Background: an optimization exercise with open tools, aiming at small area, a short achievable clock period and few clock cycles. Do not read the settings as production practice. Only simulation tests tie the RTL to the original design; equivalence was not proved. Power is estimated from default activity; no workload was simulated.

## flow/run.sh

```bash
#!/bin/bash
# synth_recipe.tcl (not shown) runs the flow's synth.tcl, then flattens the netlist and writes it again
# the make line also repeats each setting of config.mk as NAME=value (left out here)
make -C /OpenROAD-flow-scripts/flow DESIGN_CONFIG=/design/flow/config.mk WORK_HOME=/design/flow/orfs CLKGATE_MAP_FILE= SYNTH_SCRIPT=/design/flow/synth_recipe.tcl finish
```

## flow/config.mk

```make
export PLATFORM = sky130hd
export DESIGN_NAME = exact_sum
export DESIGN_NICKNAME = exact_sum
export VERILOG_FILES = /design/flow/design.v
export SDC_FILE = /design/flow/constraint.sdc
export NUM_CORES = 4
export LEC_CHECK = 0
export CAP_MARGIN = 20
export CORE_MARGIN = 2
export CORE_UTILIZATION = 25
export PLACE_DENSITY = 0.35
export SLEW_MARGIN = 20
```

## flow/constraint.sdc

```tcl
create_clock -name core_clock -period 28.0 [get_ports {clk}]
set_input_delay 5.6000 -clock core_clock [delete_from_list [all_inputs] [get_ports {clk}]]
set_output_delay 5.6000 -clock core_clock [all_outputs]
set_load 0.01 [all_outputs]
```

## flow/design.v

```verilog
module exact_sum_convert (
    input  wire [31:0]  data,
    input  wire [1:0]   dtype,      
    input  wire         en,         
    output wire [295:0] addend,
    output wire         neg,
    output wire         nan,
    output wire         pinf,
    output wire         ninf,
    output wire         negz
);
    reg        sign;
    reg        e_zero;
    reg        e_max;
    reg        f_zero;
    reg [23:0] m;
    reg [7:0]  pos;
    always @* begin
        if (dtype[1]) begin
            sign   = data[31];
            e_zero = ~|data[30:23];
            e_max  = &data[30:23];
            f_zero = ~|data[22:0];
            m      = {~e_zero, data[22:0]};
            pos    = e_zero ? 8'd0 : data[30:23] - 8'd1;
        end else if (dtype[0]) begin
            sign   = data[15];
            e_zero = ~|data[14:7];
            e_max  = &data[14:7];
            f_zero = ~|data[6:0];
            m      = {~e_zero, data[6:0], 16'b0};
            pos    = e_zero ? 8'd0 : data[14:7] - 8'd1;
        end else begin
            sign   = data[15];
            e_zero = ~|data[14:10];
            e_max  = &data[14:10];
            f_zero = ~|data[9:0];
            m      = {~e_zero, data[9:0], 13'b0};
            pos    = (e_zero ? 8'd1 : {3'b0, data[14:10]}) + 8'd111;
        end
    end
    wire [23:0] mg = (en && !e_max) ? m : 24'd0;
    assign neg = en & sign;
    wire [54:0] fsh = {31'd0, mg} << pos[4:0];
    wire [2:0]  kc  = pos[7:5];
    genvar c, i;
    generate
        for (c = 0; c < 10; c = c + 1) begin : g_chunk
            for (i = 0; i < 32; i = i + 1) begin : g_bit
                if (32 * c + i < 296) begin : g_b
                    wire lo;
                    wire hi;
                    if (c < 8) begin : g_lo
                        assign lo = (kc == c) & fsh[i];
                    end else begin : g_nlo
                        assign lo = 1'b0;
                    end
                    if (c >= 1 && c <= 8 && i < 23) begin : g_hi
                        assign hi = (kc == c - 1) & fsh[32 + i];
                    end else begin : g_nhi
                        assign hi = 1'b0;
                    end
                    assign addend[32 * c + i] = neg ^ (lo | hi);
                end
            end
        end
    endgenerate
    assign nan  = en & e_max & ~f_zero;
    assign pinf = en & e_max & f_zero & ~sign;
    assign ninf = en & e_max & f_zero & sign;
    assign negz = e_zero & f_zero & sign;
endmodule
module exact_sum_scan (
    input  wire [295:0] w,
    input  wire [36:0]  c,          
    output wire [63:0]  win_w,
    output wire [15:0]  win_d,
    output wire         sign,
    output wire         below_nz,
    output wire [3:0]   k,
    output wire         zero
);
    wire [36:0] z, f, e, dd, g, p;
    genvar j;
    generate
        for (j = 0; j < 37; j = j + 1) begin : g_seg
            wire [7:0] ws = w[8 * j + 7 : 8 * j];
            wire       cj = (j == 0) ? 1'b0 : c[j];
            assign z[j]  = ws == 8'h00;
            assign f[j]  = ws == 8'hFF;
            assign e[j]  = ws == 8'hFE;
            assign dd[j] = ws == 8'hFD;
            assign g[j]  = f[j] & cj;
            assign p[j]  = f[j] | (e[j] & cj);
        end
    endgenerate
    reg [36:0] gg [0:6];
    reg [36:0] pp [0:6];
    integer l, m;
    always @* begin
        gg[0] = g;
        pp[0] = p;
        for (l = 0; l < 6; l = l + 1) begin
            for (m = 0; m < 37; m = m + 1) begin
                if (m >= (1 << l)) begin
                    gg[l + 1][m] = gg[l][m] | (pp[l][m] & gg[l][m - (1 << l)]);
                    pp[l + 1][m] = pp[l][m] & pp[l][m - (1 << l)];
                end else begin
                    gg[l + 1][m] = gg[l][m];
                    pp[l + 1][m] = pp[l][m];
                end
            end
        end
    end
    wire [36:0] cin = {gg[6][35:0], 1'b0};
    wire [36:0] d_lo, d_hi, rz, ro;
    generate
        for (j = 0; j < 37; j = j + 1) begin : g_res
            wire cj = (j == 0) ? 1'b0 : c[j];
            assign d_lo[j] = cj ^ cin[j];
            assign d_hi[j] = cj & cin[j];
            assign rz[j] = (~cj & ~cin[j] & z[j]) | (d_lo[j] & f[j]) | (d_hi[j] & e[j]);
            assign ro[j] = (~cj & ~cin[j] & f[j]) | (d_lo[j] & e[j]) | (d_hi[j] & dd[j]);
        end
    endgenerate
    wire [7:0] top = w[295:288] + {6'b0, d_hi[36], d_lo[36]};
    assign sign = top[7];
    wire [9:0] cz, co, sig, sel, nzb;
    wire [31:0] cw [0:10];
    wire [7:0]  cd [0:10];
    generate
        for (j = 0; j < 9; j = j + 1) begin : g_chk
            assign cz[j] = &rz[4 * j + 3 : 4 * j];
            assign co[j] = &ro[4 * j + 3 : 4 * j];
            assign cw[j + 1] = w[32 * j + 31 : 32 * j];
            assign cd[j + 1] = {d_hi[4 * j + 3], d_lo[4 * j + 3], d_hi[4 * j + 2], d_lo[4 * j + 2],
                                d_hi[4 * j + 1], d_lo[4 * j + 1], d_hi[4 * j],     d_lo[4 * j]};
        end
    endgenerate
    assign cz[9]  = rz[36];
    assign co[9]  = ro[36];
    assign cw[10] = {{24{sign}}, w[295:288]};
    assign cd[10] = {6'b0, d_hi[36], d_lo[36]};
    assign cw[0]  = 32'd0;
    assign cd[0]  = 8'd0;
    assign sig = sign ? ~co : ~cz;
    generate
        for (j = 0; j < 10; j = j + 1) begin : g_sel
            if (j == 9) begin : g_top
                assign sel[j] = sig[j];
            end else if (j == 0) begin : g_bot
                assign sel[j] = ~|sig[9:1];
            end else begin : g_mid
                assign sel[j] = sig[j] & ~|sig[9:j + 1];
            end
            if (j < 2) begin : g_nz0
                assign nzb[j] = 1'b0;
            end else begin : g_nz
                assign nzb[j] = ~&cz[j - 2 : 0];
            end
        end
    endgenerate
    reg [63:0] ww;
    reg [15:0] wd;
    reg [3:0]  kk;
    reg        bnz;
    integer q;
    always @* begin
        ww = 64'd0;
        wd = 16'd0;
        kk = 4'd0;
        bnz = 1'b0;
        for (q = 0; q < 10; q = q + 1) begin
            ww  = ww | ({64{sel[q]}} & {cw[q + 1], cw[q]});
            wd  = wd | ({16{sel[q]}} & {cd[q + 1], cd[q]});
            kk  = kk | ({4{sel[q]}} & q[3:0]);
            bnz = bnz | (sel[q] & nzb[q]);
        end
    end
    assign win_w    = ww;
    assign win_d    = wd;
    assign k        = kk;
    assign below_nz = bnz;
    assign zero     = &cz;
endmodule
module exact_sum_round (
    input  wire [63:0] win_w,
    input  wire [15:0] win_d,
    input  wire        sign,
    input  wire        below_nz,
    input  wire [3:0]  k,
    input  wire        zero,
    input  wire        nan,
    input  wire        pinf,
    input  wire        ninf,
    input  wire        negz,
    input  wire [1:0]  dtype,      
    output reg  [31:0] result
);
    reg [4:0]  mb;         
    reg [8:0]  min_sh;     
    reg [8:0]  exp_bias;   
    reg [8:0]  exp_all1;   
    always @* begin
        case (dtype)
            2'd0:    begin mb = 5'd10; min_sh = 9'd125; exp_bias = 9'd25;  exp_all1 = 9'd31;  end
            2'd1:    begin mb = 5'd7;  min_sh = 9'd16;  exp_bias = 9'd134; exp_all1 = 9'd255; end
            default: begin mb = 5'd23; min_sh = 9'd0;   exp_bias = 9'd150; exp_all1 = 9'd255; end
        endcase
    end
    wire [63:0] y;
    genvar j;
    generate
        for (j = 0; j < 8; j = j + 1) begin : g_y
            assign y[8 * j + 7 : 8 * j] = win_w[8 * j + 7 : 8 * j] + {6'b0, win_d[2 * j + 1 : 2 * j]};
        end
    endgenerate
    wire [64:0] x = sign ? ({1'b0, ~y} + {64'd0, ~below_nz}) : {1'b0, y};
    reg [6:0] pl;
    integer i;
    always @* begin
        pl = 7'd0;
        for (i = 0; i < 65; i = i + 1)
            if (x[i]) pl = i[6:0];
    end
    wire [10:0] p  = {4'b0, pl} + {2'b0, k, 5'b0} - 11'd32;
    wire [10:0] pm = p - {6'b0, mb};
    wire        use_p = (p >= {6'b0, mb} + {2'b0, min_sh});
    wire [10:0] sh = use_p ? pm : {2'b0, min_sh};
    wire [10:0] ls = sh + 11'd32 - {2'b0, k, 5'b0};    
    wire [6:0]  lsc = (ls > 11'd66) ? 7'd66 : ls[6:0];
    wire [65:0] xe          = {1'b0, x};
    wire [65:0] kept        = xe >> lsc;
    wire [6:0]  lsc_m1      = lsc - 7'd1;
    wire [65:0] sticky_mask = (66'd1 << lsc_m1) - 66'd1;
    wire        guard       = xe[lsc_m1];
    wire        sticky      = below_nz || ((xe & sticky_mask) != 66'd0);
    wire [25:0] q     = {1'b0, kept[24:0]};
    wire [25:0] q_rnd = q + {25'b0, guard & (sticky | q[0])};
    wire        carry  = q_rnd[mb + 5'd1];
    wire [25:0] mant   = carry ? (q_rnd >> 1) : q_rnd;
    wire [10:0] sh_r   = sh + {10'b0, carry};
    wire        normal = mant[mb];
    wire [10:0] exp_b  = sh_r + {2'b0, exp_bias} - 11'd149;
    wire [10:0] exp    = normal ? exp_b : 11'd0;
    wire        ovf    = exp >= {2'b0, exp_all1};
    always @* begin
        if (nan || (pinf && ninf)) begin
            case (dtype)
                2'd0:    result = 32'h0000_7E00;
                2'd1:    result = 32'h0000_7FC0;
                default: result = 32'h7FC0_0000;
            endcase
        end else if (pinf || ninf || ovf) begin
            case (dtype)
                2'd0:    result = {16'b0, ninf || (!pinf && sign), 5'h1F, 10'b0};
                2'd1:    result = {16'b0, ninf || (!pinf && sign), 8'hFF, 7'b0};
                default: result = {ninf || (!pinf && sign), 8'hFF, 23'b0};
            endcase
        end else if (zero) begin
            case (dtype)
                2'd0, 2'd1: result = {16'b0, negz, 15'b0};
                default:    result = {negz, 31'b0};
            endcase
        end else begin
            case (dtype)
                2'd0:    result = {16'b0, sign, exp[4:0], mant[9:0]};
                2'd1:    result = {16'b0, sign, exp[7:0], mant[6:0]};
                default: result = {sign, exp[7:0], mant[22:0]};
            endcase
        end
    end
endmodule
module exact_sum (
    input  wire        clk,
    input  wire        rst,
    input  wire        in_valid,
    output wire        in_ready,
    input  wire [31:0] in_data,
    input  wire [1:0]  in_dtype,
    input  wire        in_last,
    output wire        out_valid,
    input  wire        out_ready,
    output wire [31:0] out_data
);
    reg        in_ready_q;
    reg        ir_valid;
    reg [31:0] ir_data;
    reg [1:0]  ir_dtype;
    reg        ir_last;
    reg [295:0] acc;
    reg [36:1]  carry;
    reg         acc_nan, acc_pinf, acc_ninf, acc_negz;
    reg [1:0]   acc_dtype;
    reg         acc_done;      
    reg         acc_clr;       
    reg         s1_valid;
    reg [63:0]  s1_w;
    reg [15:0]  s1_d;
    reg         s1_sign, s1_bnz, s1_zero;
    reg [3:0]   s1_k;
    reg         s1_nan, s1_pinf, s1_ninf, s1_negz;
    reg [1:0]   s1_dtype;
    reg         out_valid_q;
    reg [31:0]  result_q;
    assign in_ready  = in_ready_q;
    assign out_valid = out_valid_q;
    assign out_data  = result_q;
    wire acc_ok  = ~(acc_done & s1_valid & out_valid_q);
    wire consume = ir_valid & acc_ok;
    wire go      = acc_done & acc_ok;         
    wire base0   = go | acc_clr;              
    wire [295:0] cv_add;
    wire         cv_neg, cv_nan, cv_pinf, cv_ninf, cv_negz;
    exact_sum_convert u_convert (
        .data  (ir_data),
        .dtype (ir_dtype),
        .en    (consume),
        .addend(cv_add),
        .neg   (cv_neg),
        .nan   (cv_nan),
        .pinf  (cv_pinf),
        .ninf  (cv_ninf),
        .negz  (cv_negz)
    );
    wire [295:0] acc_b   = base0 ? 296'd0 : acc;
    wire [36:0]  carry_b = base0 ? 37'd0 : {carry, cv_neg};
    wire [295:0] acc_n;
    wire [37:1]  carry_n;
    genvar j;
    generate
        for (j = 0; j < 37; j = j + 1) begin : g_seg
            assign {carry_n[j + 1], acc_n[8 * j + 7 : 8 * j]} =
                {1'b0, acc_b[8 * j + 7 : 8 * j]} + {1'b0, cv_add[8 * j + 7 : 8 * j]} +
                {8'd0, (j == 0) ? cv_neg : carry_b[j]};
        end
    endgenerate
    wire [63:0] sc_w;
    wire [15:0] sc_d;
    wire        sc_sign, sc_bnz, sc_zero;
    wire [3:0]  sc_k;
    exact_sum_scan u_scan (
        .w       (acc),
        .c       ({carry, 1'b0}),
        .win_w   (sc_w),
        .win_d   (sc_d),
        .sign    (sc_sign),
        .below_nz(sc_bnz),
        .k       (sc_k),
        .zero    (sc_zero)
    );
    wire [31:0] round_result;
    exact_sum_round u_round (
        .win_w   (s1_w),
        .win_d   (s1_d),
        .sign    (s1_sign),
        .below_nz(s1_bnz),
        .k       (s1_k),
        .zero    (s1_zero),
        .nan     (s1_nan),
        .pinf    (s1_pinf),
        .ninf    (s1_ninf),
        .negz    (s1_negz),
        .dtype   (s1_dtype),
        .result  (round_result)
    );
    wire s1_move   = s1_valid & (~out_valid_q | out_ready);
    wire s1_next   = go | (s1_valid & ~s1_move);
    wire out_next  = s1_move | (out_valid_q & ~out_ready);
    wire done_next = (consume & ir_last) | (acc_done & ~acc_ok);
    wire irv_next  = in_ready_q ? in_valid : ir_valid;
    always @(posedge clk) begin
        if (in_ready_q) begin
            ir_data  <= in_data;
            ir_dtype <= in_dtype;
            ir_last  <= in_last;
        end
        acc   <= acc_n;
        carry <= carry_n[36:1];
        if (base0) begin
            acc_nan  <= cv_nan;
            acc_pinf <= cv_pinf;
            acc_ninf <= cv_ninf;
            acc_negz <= ~consume | cv_negz;
        end else if (consume) begin
            acc_nan  <= acc_nan  | cv_nan;
            acc_pinf <= acc_pinf | cv_pinf;
            acc_ninf <= acc_ninf | cv_ninf;
            acc_negz <= acc_negz & cv_negz;
        end
        if (consume)
            acc_dtype <= ir_dtype;
        if (go) begin
            s1_w     <= sc_w;
            s1_d     <= sc_d;
            s1_sign  <= sc_sign;
            s1_bnz   <= sc_bnz;
            s1_zero  <= sc_zero;
            s1_k     <= sc_k;
            s1_nan   <= acc_nan;
            s1_pinf  <= acc_pinf;
            s1_ninf  <= acc_ninf;
            s1_negz  <= acc_negz;
            s1_dtype <= acc_dtype;
        end
        if (s1_move)
            result_q <= round_result;
        if (rst) begin
            in_ready_q  <= 1'b1;
            ir_valid    <= 1'b0;
            acc_done    <= 1'b0;
            acc_clr     <= 1'b1;
            s1_valid    <= 1'b0;
            out_valid_q <= 1'b0;
        end else begin
            in_ready_q  <= ~irv_next | ~(done_next & s1_next & out_next);
            ir_valid    <= irv_next;
            acc_done    <= done_next;
            acc_clr     <= 1'b0;
            s1_valid    <= s1_next;
            out_valid_q <= out_next;
        end
    end
endmodule
```

==> flow_metrics.env <==
export IMPL_place_ws_ns=4.518
export IMPL_comb_power_share_pct=39.8
export IMPL_layout_setup_ws_ns=4.282
export IMPL_cts_resized=0
export IMPL_max_clock_freq_mhz=42.16
export IMPL_fin_worst_skew_ns=0.03511
export IMPL_avgViaCountPerCell=5.542
export IMPL_nFillCells=25930
export IMPL_synth_area_um2=59670
export IMPL_worstSetupPathType="reg -> reg"
export IMPL_critPathCaptureType="register"
export IMPL_min_from="acc_dtype[1]"
export IMPL_outcome="timing/DRC/antenna clean"
export IMPL_core_um2=237600
export IMPL_grt_pass1_vias=59360
export IMPL_initial_core_util_pct=25.11
export IMPL_finalMaxSlewViolations=0
export IMPL_most_common_layout_cells="nand2_1 (987), nor2_1 (724), a21oi_1 (599)"
export IMPL_grt_overflow_total=0
export IMPL_dp_hpwl_mm=260.9
export IMPL_whs_path_depth=0
export IMPL_ys_types=126
export IMPL_pwr_share_seq_pct=31.1
export IMPL_cp_slowest_stage_delay_ns=0.88
export IMPL_cts_setup_buffers=0
export IMPL_synth_seq_cells=504
export IMPL_final_area_um2=67160
export IMPL_crit_required_ns=28.39
export IMPL_cts_hold_buf=0
export IMPL_yosysSeqAreaShare_pct=19.69
export IMPL_clock_latency_ns=0.70
export IMPL_worstPathMaxFanout=24
export IMPL_regToRegSetupSlack_ns=4.28
export IMPL_multi_input_area_um2=44860
export IMPL_grt_total_usage_pct=26.54
export IMPL_grt_pass1_wl_mm=465.7
export IMPL_clock_path_buffers=3
export IMPL_fp_dieH_um=492.5
export IMPL_num_rows=179
export IMPL_p_sw_mw=1.527
export IMPL_met2_usage_pct=43.24
export IMPL_drive_above_1_share_pct=7.909
export IMPL_p_int_mw=1.880
export IMPL_grt_setup_unrepaired="false"
export IMPL_cts_sinks=504
export IMPL_ys_flop_type="dfxtp_1"
export IMPL_async_flop_share_pct=0
export IMPL_post_route_period_util_pct=84.71
export IMPL_whs_endpoint="s1_dtype[1]"
export IMPL_reg2reg_depth=91
export IMPL_io_pins=73
export IMPL_tightest_slew_ns=1.246
export IMPL_area_growth_pct=12.56
export IMPL_hold_violations=0
export IMPL_drtIter0Drc=6109
export IMPL_setup_violations_final=0
export IMPL_cp_data_arrival_time_ns=24.11
export IMPL_hold_class="reg -> reg"
export IMPL_syn_nets=8533
export IMPL_switching_share_pct=44.82
export IMPL_root_buffer="clkbuf_16"
export IMPL_ant_nets=0
export IMPL_synth_edf_count=166
export IMPL_cts_tree="done"
export IMPL_start_kind="register"
export IMPL_cpMaxStageDelayCell="ha_1"
export IMPL_relSlewSlack_pct=16.21
export IMPL_p_leak_nw=25.77
export IMPL_drv_cap=0
export IMPL_clkTransAtPathRegs_ns=0.06
export IMPL_yosysWarningCount=6
export IMPL_grt_busiest_layer="met2"
export IMPL_antenna_found_initial=15
export IMPL_wire_per_inst_um=29.92
export IMPL_vias=61720
export IMPL_grt_util_met3_pct=3.346
export IMPL_die_area_um2=242600
export IMPL_final_nets=8447
export IMPL_r2r_start="s1_d[0]"
export IMPL_routed_wl_mm=333.2
export IMPL_use_met1_pct=33.44
export IMPL_io_buffers=72
export IMPL_cts_buffers=70
export IMPL_fin_tns_setup_ns=0
export IMPL_htree_num_levels=3
export IMPL_mostFrequentLayoutCell="nand2_1"
export IMPL_period_needed_ns=23.72
export IMPL_r2r_end="result_q[12]"
export IMPL_path_common_cell="a21oi_1"
export IMPL_synth_cells=7998
export IMPL_cellPowerDensity_nw_per_um2=50.73
export IMPL_globalplace_congestion=0.9712
export IMPL_drt_pre_antenna_iters=9
export IMPL_fp_dieW_um=492.5
export IMPL_regArea_um2=11750
export IMPL_place_area_um2=64730
export IMPL_pwr_share_clk_pct=29.0
export IMPL_grt_max_degree=95
export IMPL_remaining_drc_errors=0
export IMPL_avgSynthCellArea_um2=7.460
export IMPL_peakVddDrop_v=0.00004191
## state kept, by name, indices dropped and copies added (netlist names), 2 cells and up
signal     count
s1_w          64
result_q      32
s1_dtype       2
s1_k           4
s1_d          16
acc_dtype      2
acc          296
ir_data       32
carry         36
ir_dtype       2
## synth_stat cells (all sizes together) (94+ instances only)
library cell | n | area (µm²)
a221oi | 94 | 823.3
dfxtp | 338 | 6766
o22ai | 132 | 825.8
o21ai | 337 | 1717
clkbuf | 386 | 1449
xor2 | 131 | 1155
and2 | 330 | 2064
xnor2 | 576 | 5045
a21oi | 607 | 3060
nand2b | 94 | 588.1
o21bai | 110 | 829.5
nand2 | 993 | 3735
mux2i | 125 | 1251
edfxtp | 166 | 4985
nor2 | 740 | 2803
ha | 413 | 5167
nand4 | 116 | 738.2
a21o | 105 | 788.3
nand3 | 268 | 1341
inv | 415 | 1558
a22oi | 103 | 773.2
nor3 | 183 | 935.9
## cell type report
type | instances | share of cell area (%)
multi-input cells | 6604 | 66.79
flip-flops and latches | 504 | 17.50
well taps | 3167 | 5.900
repair buffers | 315 | 3.864
clock buffers | 93 | 2.919
inverters | 417 | 2.338
clock inverters | 33 | 0.6707
diodes | 4 | 0.01490
## metal layers
metal / routed length [µm] / part of all wire (%)
met1: 139100 / 42
met2: 152500 / 46
met3: 18140 / 5.4
met4: 23250 / 7.0
met5: 136 / 0.041
## cells by family after synthesis
| kind of cell | count (synthesis) | synth area share (%) |
|---|---|---|
| AOI/OAI and AO/OA | 2086 | 23.71 |
| xor gates and xnor gates | 707 | 10.39 |
| adders and majority gates | 513 | 11.73 |
| buffers and inverters | 890 | 5.892 |
| DFF | 504 | 19.69 |
| muxes | 197 | 3.582 |
| other | 2 | 0.01259 |
| and+or+nand+nor | 3099 | 24.99 |
## through the flow
stage               utilization (%)  power (mW)  hold WS (ns)  cells
floorplan                         -       1.770        0.4003   7998
global placement              27.20       2.399        0.4090  11000
detailed placement            27.24       2.392        0.4310  11010
CTS                           28.25       3.403        0.4392  11130
global route                  28.26       3.545        0.4472  11130
finish                        28.26       3.407        0.4368  11140
## power groups by stage
stage / clock [mW] / combinational [mW] / sequential (mW)
after global placement: 0 / 1.33 / 1.07
after floorplan: 0 / 0.808 / 0.962
final: 0.989 / 1.36 / 1.06
after detailed placement: 0 / 1.32 / 1.07
after global routing: 1.04 / 1.43 / 1.07
after CTS: 1.02 / 1.33 / 1.06
## how the worst max path moves through the flow
| stage | slack, ns | depth (start not counted) | startpoint | to |
|---|---|---|---|---|
| finish | 4.28 | 91 | s1_d[0] | result_q[12] |
| global route | 2.73 | 81 | s1_w[24] | result_q[12] |
| CTS | 4.43 | 91 | s1_d[0] | result_q[12] |
| detailed placement | 4.52 | 91 | s1_w[0] | result_q[12] |
| global placement | 4.59 | 91 | s1_w[0] | result_q[12] |
| floorplan | 8.41 | 107 | s1_sign | result_q[9] |
## worst max-delay path: cells and delay by family, from the launching register on
kind | cells | cell delay, ns
AND/OR/NAND/NOR | 26 | 8.36
AO/OA/AOI/OAI | 43 | 7.78
flip-flops | 1 | 0.38
buffers and inverters | 9 | 1.76
XOR/XNOR | 2 | 0.94
multiplexers | 2 | 0.41
adder cells (fa/ha/maj) | 9 | 3.68
Testbench counts, summed over its fixed seeds: cycles 36,855.

-- what the ideal ports hide --
The flow's constraints put no driver on any port. The routed layout listed below was extracted and timed again, unchanged, in two steps. Step 1, drivers: a clkbuf_16 drives clk and a buf_2 each remaining input, both assumed. Step 2 adds t to the input delays and takes it off the output delays; t is the mean of the earliest and latest rising clock arrival at the registers after step 1. Input paths then give back, and output paths get back, about the clock's delay inside the block. Three values: ideal ports, drivers, drivers and shift; two values: the first two.
t (ns): 0.766
setup slack, ns: 4.282 / 4.282 / 4.282
slew at the worst register clock pin (ns): 0.07 / 0.07
After both steps this run still meets setup and hold. For this run, drivers alone change the setup slack by 0.000 ns; drivers and shift together by 0.000 ns.
